Background: an optimization exercise with open tools, aiming at small area, a short achievable clock period and few clock cycles per item. Do not read the settings as production practice. Function was checked by simulation only, so behaviour that the tests miss may differ from the original. No activity file was given, so power comes from the tool's default toggle rates.

==> inputs of trial 24 <==
==> flow/design.v (excerpt) <==
module k24_xu (
    input             clk,
    input             rst,           
    input             in_valid,
    output            in_ready,
    input      [23:0] in_instr,      
    input      [23:0] in_wa,         
    input      [23:0] in_wb,         
    input      [23:0] in_wd,         
    input             in_ovt,        
    output reg        out_valid,
    output reg        out_we,        
    output reg [3:0]  out_rd,        
    output reg [23:0] out_wdata,
    output     [3:0]  out_flags,     
    output reg        out_exc,
    output     [15:0] out_ecause     
);
export LEC_CHECK = 0
export ABC_AREA = 1
export CAP_MARGIN = 20
export CORE_MARGIN = 2
export CORE_UTILIZATION = 60
export PLACE_DENSITY = 0.75
export SLEW_MARGIN = 20
create_clock -name core_clock -period 16.0 [get_ports {clk}]
standard.sh (not shown) runs the stock make flow with config.mk's settings and CLKGATE_MAP_FILE= SYNTH_SCRIPT=/design/flow/synth_recipe.tcl, a recipe that flattens the netlist after the stock synthesis.
==> flow/flow/run.sh <==
#!/bin/bash
set -euo pipefail
cd "$(dirname "$0")/.."
bash standard.sh SETUP_SLACK_MARGIN=11.5 finish > standard_flow.log 2>&1
==> build 95: changes against trial 24 <==
--- a/flow/design.v
+++ b/flow/design.v
@@ -32,12 +32,13 @@
     wire        fN = flags[3], fZ = flags[2], fC = flags[1], fV = flags[0];
     assign out_flags = flags;
     reg  [7:0]  e_det;
     reg         e_c0, e_c1;
     assign out_ecause = {e_det, 5'd0, e_c1, e_c1, e_c0};
     reg         rdy;
+    reg         dvr;                     
     assign in_ready = rdy;
     wire accept = in_valid && rdy && !rst;
     wire [7:0]  i_op    = in_instr[23:16];
     wire [3:0]  i_d     = in_instr[15:12];
     wire [3:0]  i_a     = in_instr[11:8];
     wire [3:0]  i_b     = in_instr[7:4];
@@ -62,19 +63,19 @@
     wire z_b     = (i_b == 4'd0);
     wire z_hi3   = (i_imm8[7:5] == 3'd0);
     wire i_legal = ((oc_r || oc_div) && z_lo) || oc_i || (oc_si && z_hi3) ||
                    (oc_cmpi && z_d) || (oc_dz && z_d && z_lo) ||
                    (oc_nac && z_b && z_lo) || (oc_mf && z_a && z_b && z_lo) ||
                    (oc_nop && z_d && z_a && z_b && z_lo);
-    wire ob_imm8 = (o[7:3] == 5'b00010);                                      
-    wire ob_sx   = ob_imm8 && i_imm8[7] && ((o[2:0] == 3'd0) || (o[2:0] == 3'd7));
-    wire ob_ld   = (o[7:1] == 7'b0001101);                                    
-    wire [23:0] i_b_val;
-    assign i_b_val[7:0]   = ob_imm8 ? i_imm8 : ob_ld ? (o[0] ? in_wd[7:0] : i_imm12[7:0]) : in_wb[7:0];
-    assign i_b_val[11:8]  = ob_imm8 ? {4{ob_sx}} : ob_ld ? (o[0] ? in_wd[11:8] : i_imm12[11:8]) : in_wb[11:8];
-    assign i_b_val[23:12] = ob_imm8 ? {12{ob_sx}} : ob_ld ? (o[0] ? i_imm12 : {12{i_imm12[11]}}) : in_wb[23:12];
+    wire ob_imm  = (o[7:4] == 4'b0001) && !(o[3:1] == 3'b100);               
+    wire ob_sx   = i_imm8[7] && ((o[2:0] == 3'd0) || (o[2:0] == 3'd7));      
+    wire [23:0] i_imm_val;
+    assign i_imm_val[7:0]   = o[3] ? (o[0] ? in_wd[7:0] : i_imm12[7:0]) : i_imm8;
+    assign i_imm_val[11:8]  = o[3] ? (o[0] ? in_wd[11:8] : i_imm12[11:8]) : {4{ob_sx}};
+    assign i_imm_val[23:12] = o[3] ? (o[0] ? i_imm12 : {12{i_imm12[11]}}) : {12{ob_sx}};
+    wire [23:0] i_b_val = ob_imm ? i_imm_val : in_wb;
     wire i_div = oc_div && z_lo;
     reg  [4:0]  i_clza, i_cloa, i_clzb, i_clob;
     always @(*) begin
         i_clza = 5'd24;
         i_cloa = 5'd24;
         i_clzb = 5'd24;
@@ -89,21 +90,22 @@
     wire [4:0]  i_za = (in_wa[23] && !in_instr[16]) ? i_cloa : i_clza;
     wire [4:0]  i_zb = (in_wb[23] && !in_instr[16]) ? i_clob : i_clzb;
     wire i_xz   = (i_op == OP_NEG) || (i_op == OP_ABS) || i_dvop;
     wire i_sub  = (i_op == OP_SUB) || (i_op == OP_CMP) || (i_op == OP_CMPI) ||
                   (i_op == OP_SUBS) || (i_op == OP_MIN) || (i_op == OP_MAX);
     wire i_cinc = (i_op == OP_ADC) || (i_op == OP_SBC);
-    wire i_yinv = i_sub || (i_op == OP_SBC);
+    wire i_yinv = (o[7:5] == 3'b000) &&
+                  (o[4] ? ((o[2] & o[1] & o[0]) | (o[3] & !o[1] & !o[0])) :
+                          ((o[2:0] == 3'b100) | (o[3] & o[2] & o[0]) | (o[3:0] == 4'b0011)));
     wire i_cin1 = i_sub || i_xz;
-    wire i_mulu = (i_op == OP_MULU);
-    wire i_dbl  = (i_op == OP_MULF) || (i_op == OP_MACF);
+    wire i_mulu = (i_op[2:0] == 3'd1);
+    wire i_dbl  = (i_op[2:0] == 3'd2) || (i_op[2:0] == 3'd4);
     wire i_mta  = (i_op == OP_MTA);
-    wire i_mul  = (i_op == OP_MUL) || (i_op == OP_MULU) || (i_op == OP_MULF) ||
-                  (i_op == OP_MAC) || (i_op == OP_MACF) || (i_op == OP_MSU);
+    wire i_mul  = (i_op[7:3] == 5'b00110);
     wire i_dvop = (i_op == OP_DIV) || (i_op == OP_DIVU);
-    wire i_msu  = (i_op == OP_MSU);
+    wire i_msu  = (i_op[2:0] == 3'd5);
     wire        i_mulacc = accept && i_mul;
     wire        i_bext   = in_wb[23] & ~i_mulu;
     wire [26:0] i_xn     = {i_bext, i_bext, in_wb, 1'b0};
     wire [26:0] i_xd     = {i_bext, in_wb, 2'b0};
     reg  [12:0] i_one, i_two, i_neg;
     always @(*) begin
@@ -274,39 +276,51 @@
             OP_MTA: begin
                 r_accwe = 1'b1; r_data = b;
             end
             default: ;
         endcase
     end
-    wire        s1_div  = v0 && lg0 && ((op == OP_DIV) || (op == OP_DIVU));
+    wire        s1_div  = dvr && !dv_busy;           
     wire        ds_sgn  = (op == OP_DIV);
     wire        ds_an   = ds_sgn && a[23];
     wire        ds_bn   = ds_sgn && b[23];
     wire [23:0] ds_amag = ds_an ? sum : a;
     wire        ds_zero = (zb0 == 5'd24) && !b[23];
     wire [5:0]  ds_m    = {1'b0, zb0} - {1'b0, za0} + {5'd0, ds_an};
     wire [4:0]  ds_s    = (ds_m[5] || ds_zero) ? 5'd1 : (ds_m[4:0] | 5'd1);
     wire [27:0] ds_d    = {{4{ds_bn}}, b} << ds_s;
     wire [27:0] ds_e    = ds_bn ? ds_d : ~ds_d;
     reg         dv_busy;
     reg  [3:0]  dv_cnt;
-    reg  [23:0] dv_rem, dv_q;
-    reg  [26:0] dv_e;
+    reg  [2:0]  e_hi;
+    wire [23:0] dv_rem = a0;
+    wire [26:0] dv_e   = {e_hi, by0};
     reg         dv_ci;
     reg         dv_sgn, dv_neg, dv_an, dv_zero;
     reg  [3:0]  dv_rd;
-    wire [25:0] it_u1  = {1'b0, dv_rem, 1'b1} + {1'b0, dv_e[23:0], dv_ci};
+    wire [23:0] it_e1  = dv_e[23:0];
+    wire [23:0] it_e2  = dv_e[24:1];
+    wire        it_f1  = (dv_e[26:24] == 3'b111);
+    wire        it_f2  = (dv_e[26:25] == 2'b11);
+    wire [25:0] it_u1  = {1'b0, dv_rem, 1'b1} + {1'b0, it_e1, dv_ci};
     wire [24:0] it_t1  = it_u1[25:1];
-    wire        it_g1  = it_t1[24] && (dv_e[26:24] == 3'b111);
-    wire [23:0] it_r1  = it_g1 ? it_t1[23:0] : dv_rem;
-    wire [25:0] it_u2  = {1'b0, it_r1, 1'b1} + {1'b0, dv_e[24:1], dv_ci};
-    wire [24:0] it_t2  = it_u2[25:1];
-    wire        it_g2  = it_t2[24] && (dv_e[26:25] == 2'b11);
-    wire [23:0] it_r2  = it_g2 ? it_t2[23:0] : it_r1;
-    wire [23:0] it_q   = {dv_q[21:0], it_g1, it_g2};
+    wire        it_g1  = it_t1[24] && it_f1;
+    wire [25:0] it_u2a = {1'b0, dv_rem, 1'b1} + {1'b0, it_e2, dv_ci};
+    wire [24:0] it_t2a = it_u2a[25:1];
+    wire        it_g2a = it_t2a[24] && it_f2;
+    wire [23:0] it_cs  = dv_rem ^ it_e1 ^ it_e2;
+    wire [23:0] it_cc  = (dv_rem & it_e1) | (dv_rem & it_e2) | (it_e1 & it_e2);
+    wire [26:0] it_u2b = {2'b0, it_cs, 1'b1} + {1'b0, it_cc, dv_ci, dv_ci};
+    wire [25:0] it_t2b = it_u2b[26:1];           
+    wire        it_g2b = it_t2b[25] && it_f2;
+    wire        it_g2  = it_g1 ? it_g2b : it_g2a;
+    wire [23:0] it_r2  = it_g1 ? (it_g2b ? it_t2b[23:0] : it_t1[23:0]) :
+                                 (it_g2a ? it_t2a[23:0] : dv_rem);
+    wire [23:0] it_q   = {data1[21:0], it_g1, it_g2};
     wire        dv_last = dv_busy && (dv_cnt == 4'd1);
+    wire        it_next = dvr;                        
     wire [49:0] acc_e  = {{2{acc[47]}}, acc};
     wire [49:0] acc_x  = mac1 ? acc_e : {26'd0, data1 ^ {24{dneg1}}};
     wire [49:0] m_s    = acc_x ^ cs1 ^ cc1;
     wire [49:0] m_c    = (acc_x & cs1) | (acc_x & cc1) | (cs1 & cc1);
     wire [49:0] m_t;
     wire        m_co;
@@ -325,14 +339,15 @@
                            sc1 ? c1 : fC,
                            sv1 ? vv1 : mfr1 ? mfr_sat : fV};
     always @(posedge clk) begin
         op0   <= i_op;
         d0    <= i_d;
         lg0   <= i_legal;
-        a0    <= in_wa;
-        by0   <= i_yinv ? ~i_b_val : i_b_val;
+        a0    <= !it_next ? in_wa : s1_div ? ds_amag : it_r2;
+        by0   <= !it_next ? (i_yinv ? ~i_b_val : i_b_val) :
+                 s1_div ? ds_e[23:0] : {e_hi[1:0], by0[23:2]};
         ovt0  <= in_ovt;
         xz0   <= i_xz;
         xk0   <= !i_xz;
         cinc0 <= i_cinc;
         cin10 <= i_cin1;
         mulu0 <= i_mulu;
@@ -341,13 +356,13 @@
         neg0  <= i_neg;
         za0   <= i_za;
         zb0   <= i_zb;
         cs1    <= mt_s;
         cc1    <= mt_c;
         rd1    <= dv_busy ? dv_rd : d0;
-        data1  <= dv_busy ? it_q : lg0 ? r_data : {16'd0, op0};
+        data1  <= dv_busy ? it_q : s1_div ? 24'd0 : lg0 ? r_data : {16'd0, op0};
         dq1    <= dv_busy;
         dneg1  <= dv_busy && dv_neg;
         dsat1  <= dv_busy && dv_sgn && !dv_neg;
         dz1    <= dv_busy && dv_zero;
         dan1   <= dv_zero && dv_an;
         ill1   <= !dv_busy && !lg0;
@@ -362,21 +377,17 @@
         mfh1   <= !dv_busy && lg0 && r_mfh;
         mfl1   <= !dv_busy && lg0 && r_mfl;
         mac1   <= !dv_busy && r_mac;
         accwe1 <= !dv_busy && lg0 && r_accwe;
         ovt1   <= !dv_busy && lg0 && r_mac && ovt0;
         if (s1_div) begin
-            dv_rem  <= ds_amag;
-            dv_q    <= 24'd0;
-            dv_e    <= ds_e[26:0];
+            e_hi    <= ds_e[26:24];
             dv_ci   <= !ds_bn;
             dv_cnt  <= ds_s[4:1] + 4'd1;
         end else begin
-            dv_rem  <= it_r2;
-            dv_q    <= it_q;
-            dv_e    <= {2'b11, dv_e[26:2]};
+            e_hi    <= {2'b11, e_hi[2]};
             dv_cnt  <= dv_cnt - 4'd1;
         end
         if (s1_div) begin
             dv_sgn  <= ds_sgn;
             dv_neg  <= ds_an ^ ds_bn;
             dv_an   <= ds_an;
@@ -391,23 +402,27 @@
         e_c0      <= !dz1;
         e_c1      <= !ill1;
         if (rst) begin
             flags     <= 4'd0;
             acc       <= 48'd0;
             rdy       <= 1'b1;
+            dvr       <= 1'b0;
             v0        <= 1'b0;
             v1        <= 1'b0;
             dv_busy   <= 1'b0;
             out_valid <= 1'b0;
         end else begin
             v0 <= accept;
             v1 <= dv_last || (v0 && !s1_div);
-            if (accept && i_div)
+            if (accept && i_div) begin
                 rdy <= 1'b0;
-            else if ((s1_div && ds_s[4:1] == 4'd0) || (dv_busy && dv_cnt == 4'd2))
+                dvr <= 1'b1;
+            end else if ((s1_div && ds_s[4:1] == 4'd0) || (dv_busy && dv_cnt == 4'd2)) begin
                 rdy <= 1'b1;
+                dvr <= 1'b0;
+            end
             if (s1_div)
                 dv_busy <= 1'b1;
             else if (dv_last)
                 dv_busy <= 1'b0;
             out_valid <= v1;
             if (v1) begin
==> flow/flow/run.sh (replaced) <==
#!/bin/bash
set -euo pipefail
cd "$(dirname "$0")/.."
bash standard.sh SETUP_SLACK_MARGIN=11.5 'BUFFER_PORTS_ARGS=-buffer_cell sky130_fd_sc_hd__buf_4' finish > standard_flow.log 2>&1
==> flow/config.mk (replaced) <==
export PLATFORM = sky130hd
export DESIGN_NAME = k24_xu
export DESIGN_NICKNAME = k24_xu
export VERILOG_FILES = /design/flow/design.v
export SDC_FILE = /design/flow/constraint.sdc
export NUM_CORES = 4
export LEC_CHECK = 0
export ABC_AREA = 1
export CAP_MARGIN = 30
export CORE_MARGIN = 2
export CORE_UTILIZATION = 60
export PLACE_DENSITY = 0.75
export SLEW_MARGIN = 20
==> build 62: changes against trial 24 <==
--- a/flow/design.v
+++ b/flow/design.v
@@ -32,12 +32,13 @@
     wire        fN = flags[3], fZ = flags[2], fC = flags[1], fV = flags[0];
     assign out_flags = flags;
     reg  [7:0]  e_det;
     reg         e_c0, e_c1;
     assign out_ecause = {e_det, 5'd0, e_c1, e_c1, e_c0};
     reg         rdy;
+    reg         dvr;                     
     assign in_ready = rdy;
     wire accept = in_valid && rdy && !rst;
     wire [7:0]  i_op    = in_instr[23:16];
     wire [3:0]  i_d     = in_instr[15:12];
     wire [3:0]  i_a     = in_instr[11:8];
     wire [3:0]  i_b     = in_instr[7:4];
@@ -274,39 +275,51 @@
             OP_MTA: begin
                 r_accwe = 1'b1; r_data = b;
             end
             default: ;
         endcase
     end
-    wire        s1_div  = v0 && lg0 && ((op == OP_DIV) || (op == OP_DIVU));
+    wire        s1_div  = dvr && !dv_busy;           
     wire        ds_sgn  = (op == OP_DIV);
     wire        ds_an   = ds_sgn && a[23];
     wire        ds_bn   = ds_sgn && b[23];
     wire [23:0] ds_amag = ds_an ? sum : a;
     wire        ds_zero = (zb0 == 5'd24) && !b[23];
     wire [5:0]  ds_m    = {1'b0, zb0} - {1'b0, za0} + {5'd0, ds_an};
     wire [4:0]  ds_s    = (ds_m[5] || ds_zero) ? 5'd1 : (ds_m[4:0] | 5'd1);
     wire [27:0] ds_d    = {{4{ds_bn}}, b} << ds_s;
     wire [27:0] ds_e    = ds_bn ? ds_d : ~ds_d;
     reg         dv_busy;
     reg  [3:0]  dv_cnt;
-    reg  [23:0] dv_rem, dv_q;
-    reg  [26:0] dv_e;
+    reg  [2:0]  e_hi;
+    wire [23:0] dv_rem = a0;
+    wire [26:0] dv_e   = {e_hi, by0};
     reg         dv_ci;
     reg         dv_sgn, dv_neg, dv_an, dv_zero;
     reg  [3:0]  dv_rd;
-    wire [25:0] it_u1  = {1'b0, dv_rem, 1'b1} + {1'b0, dv_e[23:0], dv_ci};
+    wire [23:0] it_e1  = dv_e[23:0];
+    wire [23:0] it_e2  = dv_e[24:1];
+    wire        it_f1  = (dv_e[26:24] == 3'b111);
+    wire        it_f2  = (dv_e[26:25] == 2'b11);
+    wire [25:0] it_u1  = {1'b0, dv_rem, 1'b1} + {1'b0, it_e1, dv_ci};
     wire [24:0] it_t1  = it_u1[25:1];
-    wire        it_g1  = it_t1[24] && (dv_e[26:24] == 3'b111);
-    wire [23:0] it_r1  = it_g1 ? it_t1[23:0] : dv_rem;
-    wire [25:0] it_u2  = {1'b0, it_r1, 1'b1} + {1'b0, dv_e[24:1], dv_ci};
-    wire [24:0] it_t2  = it_u2[25:1];
-    wire        it_g2  = it_t2[24] && (dv_e[26:25] == 2'b11);
-    wire [23:0] it_r2  = it_g2 ? it_t2[23:0] : it_r1;
-    wire [23:0] it_q   = {dv_q[21:0], it_g1, it_g2};
+    wire        it_g1  = it_t1[24] && it_f1;
+    wire [25:0] it_u2a = {1'b0, dv_rem, 1'b1} + {1'b0, it_e2, dv_ci};
+    wire [24:0] it_t2a = it_u2a[25:1];
+    wire        it_g2a = it_t2a[24] && it_f2;
+    wire [23:0] it_cs  = dv_rem ^ it_e1 ^ it_e2;
+    wire [23:0] it_cc  = (dv_rem & it_e1) | (dv_rem & it_e2) | (it_e1 & it_e2);
+    wire [26:0] it_u2b = {2'b0, it_cs, 1'b1} + {1'b0, it_cc, dv_ci, dv_ci};
+    wire [25:0] it_t2b = it_u2b[26:1];           
+    wire        it_g2b = it_t2b[25] && it_f2;
+    wire        it_g2  = it_g1 ? it_g2b : it_g2a;
+    wire [23:0] it_r2  = it_g1 ? (it_g2b ? it_t2b[23:0] : it_t1[23:0]) :
+                                 (it_g2a ? it_t2a[23:0] : dv_rem);
+    wire [23:0] it_q   = {data1[21:0], it_g1, it_g2};
     wire        dv_last = dv_busy && (dv_cnt == 4'd1);
+    wire        it_next = dvr;                        
     wire [49:0] acc_e  = {{2{acc[47]}}, acc};
     wire [49:0] acc_x  = mac1 ? acc_e : {26'd0, data1 ^ {24{dneg1}}};
     wire [49:0] m_s    = acc_x ^ cs1 ^ cc1;
     wire [49:0] m_c    = (acc_x & cs1) | (acc_x & cc1) | (cs1 & cc1);
     wire [49:0] m_t;
     wire        m_co;
@@ -325,14 +338,15 @@
                            sc1 ? c1 : fC,
                            sv1 ? vv1 : mfr1 ? mfr_sat : fV};
     always @(posedge clk) begin
         op0   <= i_op;
         d0    <= i_d;
         lg0   <= i_legal;
-        a0    <= in_wa;
-        by0   <= i_yinv ? ~i_b_val : i_b_val;
+        a0    <= !it_next ? in_wa : s1_div ? ds_amag : it_r2;
+        by0   <= !it_next ? (i_yinv ? ~i_b_val : i_b_val) :
+                 s1_div ? ds_e[23:0] : {e_hi[1:0], by0[23:2]};
         ovt0  <= in_ovt;
         xz0   <= i_xz;
         xk0   <= !i_xz;
         cinc0 <= i_cinc;
         cin10 <= i_cin1;
         mulu0 <= i_mulu;
@@ -341,13 +355,13 @@
         neg0  <= i_neg;
         za0   <= i_za;
         zb0   <= i_zb;
         cs1    <= mt_s;
         cc1    <= mt_c;
         rd1    <= dv_busy ? dv_rd : d0;
-        data1  <= dv_busy ? it_q : lg0 ? r_data : {16'd0, op0};
+        data1  <= dv_busy ? it_q : s1_div ? 24'd0 : lg0 ? r_data : {16'd0, op0};
         dq1    <= dv_busy;
         dneg1  <= dv_busy && dv_neg;
         dsat1  <= dv_busy && dv_sgn && !dv_neg;
         dz1    <= dv_busy && dv_zero;
         dan1   <= dv_zero && dv_an;
         ill1   <= !dv_busy && !lg0;
@@ -362,21 +376,17 @@
         mfh1   <= !dv_busy && lg0 && r_mfh;
         mfl1   <= !dv_busy && lg0 && r_mfl;
         mac1   <= !dv_busy && r_mac;
         accwe1 <= !dv_busy && lg0 && r_accwe;
         ovt1   <= !dv_busy && lg0 && r_mac && ovt0;
         if (s1_div) begin
-            dv_rem  <= ds_amag;
-            dv_q    <= 24'd0;
-            dv_e    <= ds_e[26:0];
+            e_hi    <= ds_e[26:24];
             dv_ci   <= !ds_bn;
             dv_cnt  <= ds_s[4:1] + 4'd1;
         end else begin
-            dv_rem  <= it_r2;
-            dv_q    <= it_q;
-            dv_e    <= {2'b11, dv_e[26:2]};
+            e_hi    <= {2'b11, e_hi[2]};
             dv_cnt  <= dv_cnt - 4'd1;
         end
         if (s1_div) begin
             dv_sgn  <= ds_sgn;
             dv_neg  <= ds_an ^ ds_bn;
             dv_an   <= ds_an;
@@ -391,23 +401,27 @@
         e_c0      <= !dz1;
         e_c1      <= !ill1;
         if (rst) begin
             flags     <= 4'd0;
             acc       <= 48'd0;
             rdy       <= 1'b1;
+            dvr       <= 1'b0;
             v0        <= 1'b0;
             v1        <= 1'b0;
             dv_busy   <= 1'b0;
             out_valid <= 1'b0;
         end else begin
             v0 <= accept;
             v1 <= dv_last || (v0 && !s1_div);
-            if (accept && i_div)
+            if (accept && i_div) begin
                 rdy <= 1'b0;
-            else if ((s1_div && ds_s[4:1] == 4'd0) || (dv_busy && dv_cnt == 4'd2))
+                dvr <= 1'b1;
+            end else if ((s1_div && ds_s[4:1] == 4'd0) || (dv_busy && dv_cnt == 4'd2)) begin
                 rdy <= 1'b1;
+                dvr <= 1'b0;
+            end
             if (s1_div)
                 dv_busy <= 1'b1;
             else if (dv_last)
                 dv_busy <= 1'b0;
             out_valid <= v1;
             if (v1) begin
==> flow/flow/run.sh (replaced) <==
#!/bin/bash
set -euo pipefail
cd "$(dirname "$0")/.."
bash standard.sh SETUP_SLACK_MARGIN=11.5 'BUFFER_PORTS_ARGS=-buffer_cell sky130_fd_sc_hd__buf_4' finish > standard_flow.log 2>&1
==> flow/config.mk (replaced) <==
export PLATFORM = sky130hd
export DESIGN_NAME = k24_xu
export DESIGN_NICKNAME = k24_xu
export VERILOG_FILES = /design/flow/design.v
export SDC_FILE = /design/flow/constraint.sdc
export NUM_CORES = 4
export LEC_CHECK = 0
export ABC_AREA = 1
export CAP_MARGIN = 30
export CORE_MARGIN = 2
export CORE_UTILIZATION = 60
export PLACE_DENSITY = 0.75
export SLEW_MARGIN = 20
==> qor summary <==
| item | build 62 | trial 24 | build 95 |
|---|---|---|---|
| Clock group share of total power | 0.298 | 0.181 | 0.280 |
| Die span in y | 275.9 um | 276.1 um | 275.4 um |
| Number of DRC markers in iteration 0 | 7,870 | 6,683 | 6,923 |
| Relative contribution of combinational cells to total power | 0.410 | 0.611 | 0.433 |
| Share of Yosys cell area claimed by the top area cell type | 0.1544 | 0.1960 | 0.1549 |
| Clock sink total | 375 | 444 | 375 |
| Multi-input gate share of total cell area | 0.6498 | 0.6250 | 0.6514 |
| Mapped Cells | 6,223 | 6,168 | 6,224 |
| Biggest fanout along the worst timing path | 7 | 6 | 4 |
| Setup slack on the worst flop-to-flop path | 11.43 ns | 11.12 ns | 11.49 ns |
| Clock Network Area Fraction | 0.03084 | 0.03236 | 0.02915 |
| Internal power of the cells | 2102 uW | 3491 uW | 2137 uW |
| Hpwl dp | 128,900 um | 124,200 um | 132,200 um |
| Outcome | finished clean | finished clean | finished clean |
| Routed len/inst | 25.26 um | 25.03 um | 25.34 um |
| Via Count | 47.18k | 46.75k | 47.31k |
Testbench counts of trial 24, summed over its fixed seeds: cycles 39,242, instrs 32,000.
Testbench counts of build 95, summed over its fixed seeds: cycles 39,242, instrs 32,000.
Testbench counts of build 62, summed over its fixed seeds: cycles 39,242, instrs 32,000.

## what the ideal ports hide
The results above use ideal ports. As a check the final layouts listed here were re-extracted and re-timed, cells and wires unchanged. Step 1: set_driving_cell puts a clkbuf_16 on clk and a buf_2 on each other input, an assumption about the parent block. Step 2, shift: input delay + t, output delay - t, t = (earliest + latest rising clock arrival at the registers) / 2. This alone moves slack from input paths to output paths. Three values: no drivers, after step 1, after step 2; two values: the first two.
run | t (ns) | setup WS [ns] | slew at the worst register clock pin (ns)
trial 24 | 0.693 | 11.117 / 11.117 / 10.828 | 0.08 / 0.08
build 95 | 0.659 | 11.224 / 11.247 / 10.587 | 0.08 / 0.08
build 62 | 0.674 | 11.175 / 11.202 / 10.527 | 0.07 / 0.07
After both steps every run listed still meets setup and hold. For build 62, which loses most, drivers alone change the setup slack by +0.027 ns; drivers and shift together by -0.648 ns.
